What follows belongs to an exercise in optimizing a design on an open flow for small area; a production flow would make more cautious choices.
The RTL was checked by simulation tests, not by an equivalence proof against the original design.
No activity file was given, so power comes from the tool's default toggle rates. No driver is modelled on the clock port, so clocking that relies on it looks cheaper here than on a real chip.

## job 101
==> flow/design.v (excerpt) <==
module almanac (
    input  wire        clk,
    input  wire        rst_n,        
    input  wire        xtal_edge,    
    input  wire        lock,         
    input  wire        bus_wr,
    input  wire        bus_rd,
    input  wire [4:0]  bus_addr,     
    input  wire [31:0] bus_wdata,
    output reg  [31:0] bus_rdata,
    output reg         bus_rvalid,
    output wire [47:0] count_o,
    output wire        wake
);
clock: 14.0 ns
lec_check: 0
cap_margin: 20
core_margin: 2
core_utilization: 60
place_density: 0.75
slew_margin: 20
standard.sh (not shown) runs the stock make flow with config.mk's settings and CLKGATE_MAP_FILE= SYNTH_SCRIPT=/design/flow/synth_recipe.tcl, a recipe that flattens the netlist after the stock synthesis.
==> flow/flow/run.sh <==
#!/bin/bash
# The standard layout (standard.sh) with these changes:
#  - ABC maps for area: a copy of ORFS's scripts folder whose abc_speed.script
#    is replaced by flow/abc_area.script (nothing else in the copy changes)
#  - port buffers start as the smallest buffer (repair_design resizes them)
#  - clock tree without dummy balancing loads, clkbuf_16 sink buffers
set -euo pipefail
cp -r "$FLOW_HOME/scripts" ./orfs_scripts
cp flow/abc_area.script ./orfs_scripts/abc_speed.script
export SCRIPTS_DIR="$PWD/orfs_scripts"
export BUFFER_PORTS_ARGS="-buffer_cell sky130_fd_sc_hd__buf_1"
export CTS_ARGS="-sink_clustering_enable -repair_clock_nets -dont_use_dummy_load -buf_list sky130_fd_sc_hd__clkbuf_16 -sink_clustering_size 28 -sink_clustering_max_diameter 60"
bash standard.sh > standard_flow.log 2>&1
==> flow/flow/abc_area.script <==
strash
dch -f
map -a
strash
dch -f
map -a
strash
dch -f
map -a
topo
stime -c
dnsize -c
Job 101 ran to completion and came out clean on the timing, design-rule and antenna checks.
Inputs modified between job 101 and job 102:
# job 101
export LEC_CHECK = 0
export CAP_MARGIN = 20
export CORE_MARGIN = 2
export CORE_UTILIZATION = 60
export PLACE_DENSITY = 0.75
export SLEW_MARGIN = 20
create_clock -name core_clock -period 14.0 [get_ports {clk}]
# job 102
export LEC_CHECK = 0
export CAP_MARGIN = 20
export CORE_MARGIN = 2
export CORE_UTILIZATION = 40
export CTS_BUF_LIST = sky130_fd_sc_hd__clkbuf_8
export CTS_CLUSTER_DIAMETER = 50
export CTS_CLUSTER_SIZE = 16
export PLACE_DENSITY = 0.6
export SLEW_MARGIN = 20
create_clock -name core_clock -period 14.0 [get_ports {clk}]
==> flow/flow/run.sh <==
#!/bin/bash
set -euo pipefail
export BUFFER_PORTS_ARGS="-buffer_cell sky130_fd_sc_hd__buf_1"
export CTS_ARGS="-sink_clustering_enable -repair_clock_nets -dont_use_dummy_load -buf_list sky130_fd_sc_hd__clkbuf_8 -sink_clustering_size 16 -sink_clustering_max_diameter 50"
bash standard.sh > standard_flow.log 2>&1
removed: flow/flow/abc_area.script
## What came out
Global-route usage over all layers ends up lower on job 102.
Number of hold violations in the final report came out exactly the same in job 101 and job 102.
Status: fraction of power consumed by combinational cells parity (job 102, job 101)
Lower first-pass GRT wire length was reported by job 101, not job 102.
Job 102 has fraction of power consumed by the clock network below what job 101 had.
Cells: job 102 has more instances than job 101
Compared with job 101, in job 102 cell area after layout moved up, relative slew slack picked up an extra 3.6 points, level count of the clock H-tree now larger, die height rose by about 24%.
diff inputs: job 102 => job 103
# job 102
export LEC_CHECK = 0
export CAP_MARGIN = 20
export CORE_MARGIN = 2
export CORE_UTILIZATION = 40
export CTS_BUF_LIST = sky130_fd_sc_hd__clkbuf_8
export CTS_CLUSTER_DIAMETER = 50
export CTS_CLUSTER_SIZE = 16
export PLACE_DENSITY = 0.6
export SLEW_MARGIN = 20
create_clock -name core_clock -period 14.0 [get_ports {clk}]
# job 103
export LEC_CHECK = 0
export CAP_MARGIN = 20
export CORE_MARGIN = 2
export CORE_UTILIZATION = 70
export PLACE_DENSITY = 0.85
export SLEW_MARGIN = 20
create_clock -name core_clock -period 14.0 [get_ports {clk}]
==> flow/flow/run.sh <==
#!/bin/bash
# The standard layout (standard.sh) with these changes:
#  - ABC maps for area: a copy of ORFS's scripts folder whose abc_speed.script
#    is replaced by flow/abc_area.script (nothing else in the copy changes)
#  - port buffers start as the smallest buffer (repair_design resizes them)
#  - clock tree without dummy balancing loads, clkbuf_16 sink buffers
set -euo pipefail
cp -r "$FLOW_HOME/scripts" ./orfs_scripts
cp flow/abc_area.script ./orfs_scripts/abc_speed.script
export SCRIPTS_DIR="$PWD/orfs_scripts"
export BUFFER_PORTS_ARGS="-buffer_cell sky130_fd_sc_hd__buf_1"
export CTS_ARGS="-sink_clustering_enable -repair_clock_nets -dont_use_dummy_load -buf_list sky130_fd_sc_hd__clkbuf_16 -sink_clustering_size 36 -sink_clustering_max_diameter 60"
bash standard.sh > standard_flow.log 2>&1
==> flow/flow/abc_area.script (new file) <==
strash
dch -f
map -a
strash
dch -f
map -a
strash
dch -f
map -a
topo
stime -c
dnsize -c
## What came out
- A critical path start-end classification of flop to output pin is what job 103 shows, while flop to flop belongs to job 102.
- Against job 102 as the reference, job 103 delivers a lower die height.
- Global-route wire length before repair (higher): job 102
- Job 102 → job 103: detailed-route wire length lower, tightest hold margin lower.


Another version of the RTL of almanac (not shown whole).
Size: roughly 2400 cells after synthesis, roughly 1000 flip-flops, ~130 I/O pins, ~0.037 mm² of cells after synthesis.
Settings: LEC_CHECK=0, CAP_MARGIN=20, CORE_MARGIN=2, CORE_UTILIZATION=60, PLACE_DENSITY=0.75, SLEW_MARGIN=20; clock period 14.0 ns.
==> flow/flow/run.sh <==
#!/bin/bash
# The standard layout (standard.sh) with these changes:
#  - ABC maps for area: a copy of ORFS's scripts folder whose abc_speed.script
#    is replaced by flow/abc_area.script (nothing else in the copy changes)
#  - port buffers start as the smallest buffer (repair_design resizes them)
#  - clock tree without dummy balancing loads, clkbuf_16 sink buffers
set -euo pipefail
cp -r "$FLOW_HOME/scripts" ./orfs_scripts
cp flow/abc_area.script ./orfs_scripts/abc_speed.script
export SCRIPTS_DIR="$PWD/orfs_scripts"
export BUFFER_PORTS_ARGS="-buffer_cell sky130_fd_sc_hd__buf_1"
export CTS_ARGS="-sink_clustering_enable -repair_clock_nets -dont_use_dummy_load -buf_list sky130_fd_sc_hd__clkbuf_16 -sink_clustering_size 32 -sink_clustering_max_diameter 80"
bash standard.sh > standard_flow.log 2>&1
==> flow/flow/abc_area.script <==
strash
dch -f
map -a
strash
dch -f
map -a
strash
dch -f
map -a
topo
stime -c
dnsize -c
The starting point completed without violations.
Then changed:
--- a/flow/flow/run.sh
+++ b/flow/flow/run.sh
@@ -11,3 +11,3 @@
 export BUFFER_PORTS_ARGS="-buffer_cell sky130_fd_sc_hd__buf_1"
-export CTS_ARGS="-sink_clustering_enable -repair_clock_nets -dont_use_dummy_load -buf_list sky130_fd_sc_hd__clkbuf_16 -sink_clustering_size 32 -sink_clustering_max_diameter 80"
+export CTS_ARGS="-sink_clustering_enable -repair_clock_nets -dont_use_dummy_load -buf_list sky130_fd_sc_hd__clkbuf_16 -sink_clustering_size 30 -sink_clustering_max_diameter 70"
 bash standard.sh > standard_flow.log 2>&1
- CORE_UTILIZATION: 60 -> 70
- PLACE_DENSITY: 0.75 -> 0.85
The changed run passed the timing, design-rule and antenna checks.
Combinational power stays flat.
Design area went down by 0.31%.
Wire length hardly moves.
Core utilization went up by 10 points.
Final cell count went down by 2.7%.
Fmax went up by 1.6%.


RTL: one of the versions met above, not the one the previous note started from.
Size: about 2400 cells after synthesis, about 1000 flip-flops, about 130 I/O pins, roughly 38000 µm² of cells after synthesis.
Settings: LEC_CHECK=0, CAP_MARGIN=20, CORE_MARGIN=2, CORE_UTILIZATION=40, CTS_BUF_LIST=sky130_fd_sc_hd__clkbuf_8, CTS_CLUSTER_DIAMETER=50, CTS_CLUSTER_SIZE=16, PLACE_DENSITY=0.6, SLEW_MARGIN=20; clock period 14.0 ns.
==> flow/flow/run.sh <==
#!/bin/bash
set -euo pipefail
export BUFFER_PORTS_ARGS="-buffer_cell sky130_fd_sc_hd__buf_1"
export CTS_ARGS="-sink_clustering_enable -repair_clock_nets -dont_use_dummy_load -buf_list sky130_fd_sc_hd__clkbuf_16 -sink_clustering_size 32 -sink_clustering_max_diameter 80"
bash standard.sh > standard_flow.log 2>&1
Then changed:
--- a/flow/flow/run.sh
+++ b/flow/flow/run.sh
@@ -1,3 +1,11 @@
 #!/bin/bash
+# The standard layout (standard.sh) with these changes:
+#  - ABC maps for area: a copy of ORFS's scripts folder whose abc_speed.script
+#    is replaced by flow/abc_area.script (nothing else in the copy changes)
+#  - port buffers start as the smallest buffer (repair_design resizes them)
+#  - clock tree without dummy balancing loads, clkbuf_16 sink buffers
 set -euo pipefail
+cp -r "$FLOW_HOME/scripts" ./orfs_scripts
+cp flow/abc_area.script ./orfs_scripts/abc_speed.script
+export SCRIPTS_DIR="$PWD/orfs_scripts"
 export BUFFER_PORTS_ARGS="-buffer_cell sky130_fd_sc_hd__buf_1"
==> flow/flow/abc_area.script (new file) <==
strash
dch -f
map -a
strash
dch -f
map -a
strash
dch -f
map -a
topo
stime -c
dnsize -c
Settings changed: CORE_UTILIZATION 40 to 70, CTS_BUF_LIST sky130_fd_sc_hd__clkbuf_8 to default, CTS_CLUSTER_DIAMETER 50 to default, CTS_CLUSTER_SIZE 16 to default, PLACE_DENSITY 0.6 to 0.85.
The changed run finished with timing, DRC and antenna clean.
Wire length shrinks by 6.9%.
Combinational power is about the same.
Total power shrinks by about 1.5%.
Non-clock buffer count shrinks by 6.
Then changed:
Settings changed: CORE_UTILIZATION 70 to 60, PLACE_DENSITY 0.85 to 0.75.
=> Synthesized cell count does not change. Clock-buffer cell count increases by 1. Cell count climbs by 3.2%. Setup slack gets better by 0.12 ns. Utilization decreases by 11 points. Wire length is about the same.
Then changed:
--- a/flow/flow/run.sh
+++ b/flow/flow/run.sh
@@ -11,3 +11,3 @@
 export BUFFER_PORTS_ARGS="-buffer_cell sky130_fd_sc_hd__buf_1"
-export CTS_ARGS="-sink_clustering_enable -repair_clock_nets -dont_use_dummy_load -buf_list sky130_fd_sc_hd__clkbuf_16 -sink_clustering_size 32 -sink_clustering_max_diameter 80"
+export CTS_ARGS="-sink_clustering_enable -repair_clock_nets -dont_use_dummy_load -buf_list sky130_fd_sc_hd__clkbuf_16 -sink_clustering_size 28 -sink_clustering_max_diameter 60"
 bash standard.sh > standard_flow.log 2>&1
Settings changed: CAP_MARGIN 20 to 10, SLEW_MARGIN 20 to 10.
Effect: Die area does not change. Count of clock-buffer cells in the layout went up by 12. Hold slack gets worse by 0.018 ns. Wire length went up slightly. Cell area went up slightly. Final cell count went up slightly. Maximum frequency went down slightly. Via count went up slightly.
Then changed:
--- a/flow/flow/run.sh
+++ b/flow/flow/run.sh
@@ -11,3 +11,3 @@
 export BUFFER_PORTS_ARGS="-buffer_cell sky130_fd_sc_hd__buf_1"
-export CTS_ARGS="-sink_clustering_enable -repair_clock_nets -dont_use_dummy_load -buf_list sky130_fd_sc_hd__clkbuf_16 -sink_clustering_size 28 -sink_clustering_max_diameter 60"
+export CTS_ARGS="-sink_clustering_enable -repair_clock_nets -dont_use_dummy_load -buf_list sky130_fd_sc_hd__clkbuf_16 -sink_clustering_size 30 -sink_clustering_max_diameter 70"
 bash standard.sh > standard_flow.log 2>&1
Settings changed: CAP_MARGIN 10 to 20, CORE_UTILIZATION 60 to 70, PLACE_DENSITY 0.75 to 0.85, SLEW_MARGIN 10 to 20.
=> First-iteration DRC count grows by 18%; clock power decreases by about 9%; die area drops by 14%; core utilization increases by 11 points; clock skew drops by 0.023 ns; via count climbs by 2.4%; power falls by 2.2%; count of clock-buffer cells in the layout shrinks by 8.

==> re-timing with driven ports <==
In the flow no input, the clock included, has a driving cell. The finished layouts below were timed again as built, in two steps. Step 1: set_driving_cell puts a clkbuf_16 on clk and a buf_2 on each other input, an assumption about the parent block. Step 2, shift: input delay + t, output delay - t, t = (earliest + latest rising clock arrival at the registers) / 2. This alone moves slack from input paths to output paths. Slacks: ideal ports / drivers / drivers and shift; pairs: ideal ports / drivers.
run	t (ns)	setup WS [ns]	worst setup path at the end	slew at the worst register clock pin (ns)
job 101	0.697	2.431 / 2.431 / 2.431	register to register	0.11 / 0.11
job 102	0.771	3.729 / 3.729 / 3.729	register to register	0.10 / 0.10
job 103	0.682	2.720 / 2.660 / 2.775	register to register	0.12 / 0.12
the first run of note 2	0.671	2.396 / 2.396 / 2.396	register to register	0.12 / 0.12
the second run of note 2	0.673	2.579 / 2.579 / 2.579	register to register	0.11 / 0.11
the first run of note 3	0.678	3.698 / 3.698 / 3.698	register to register	0.12 / 0.12
the second run of note 3	0.656	2.294 / 2.294 / 2.294	register to register	0.12 / 0.12
the third run of note 3	0.660	2.419 / 2.419 / 2.419	register to register	0.12 / 0.12
the fourth run of note 3	0.698	2.375 / 2.375 / 2.375	register to register	0.11 / 0.11
the fifth run of note 3	0.673	2.388 / 2.388 / 2.388	register to register	0.11 / 0.11
After both steps every run listed still meets setup and hold.
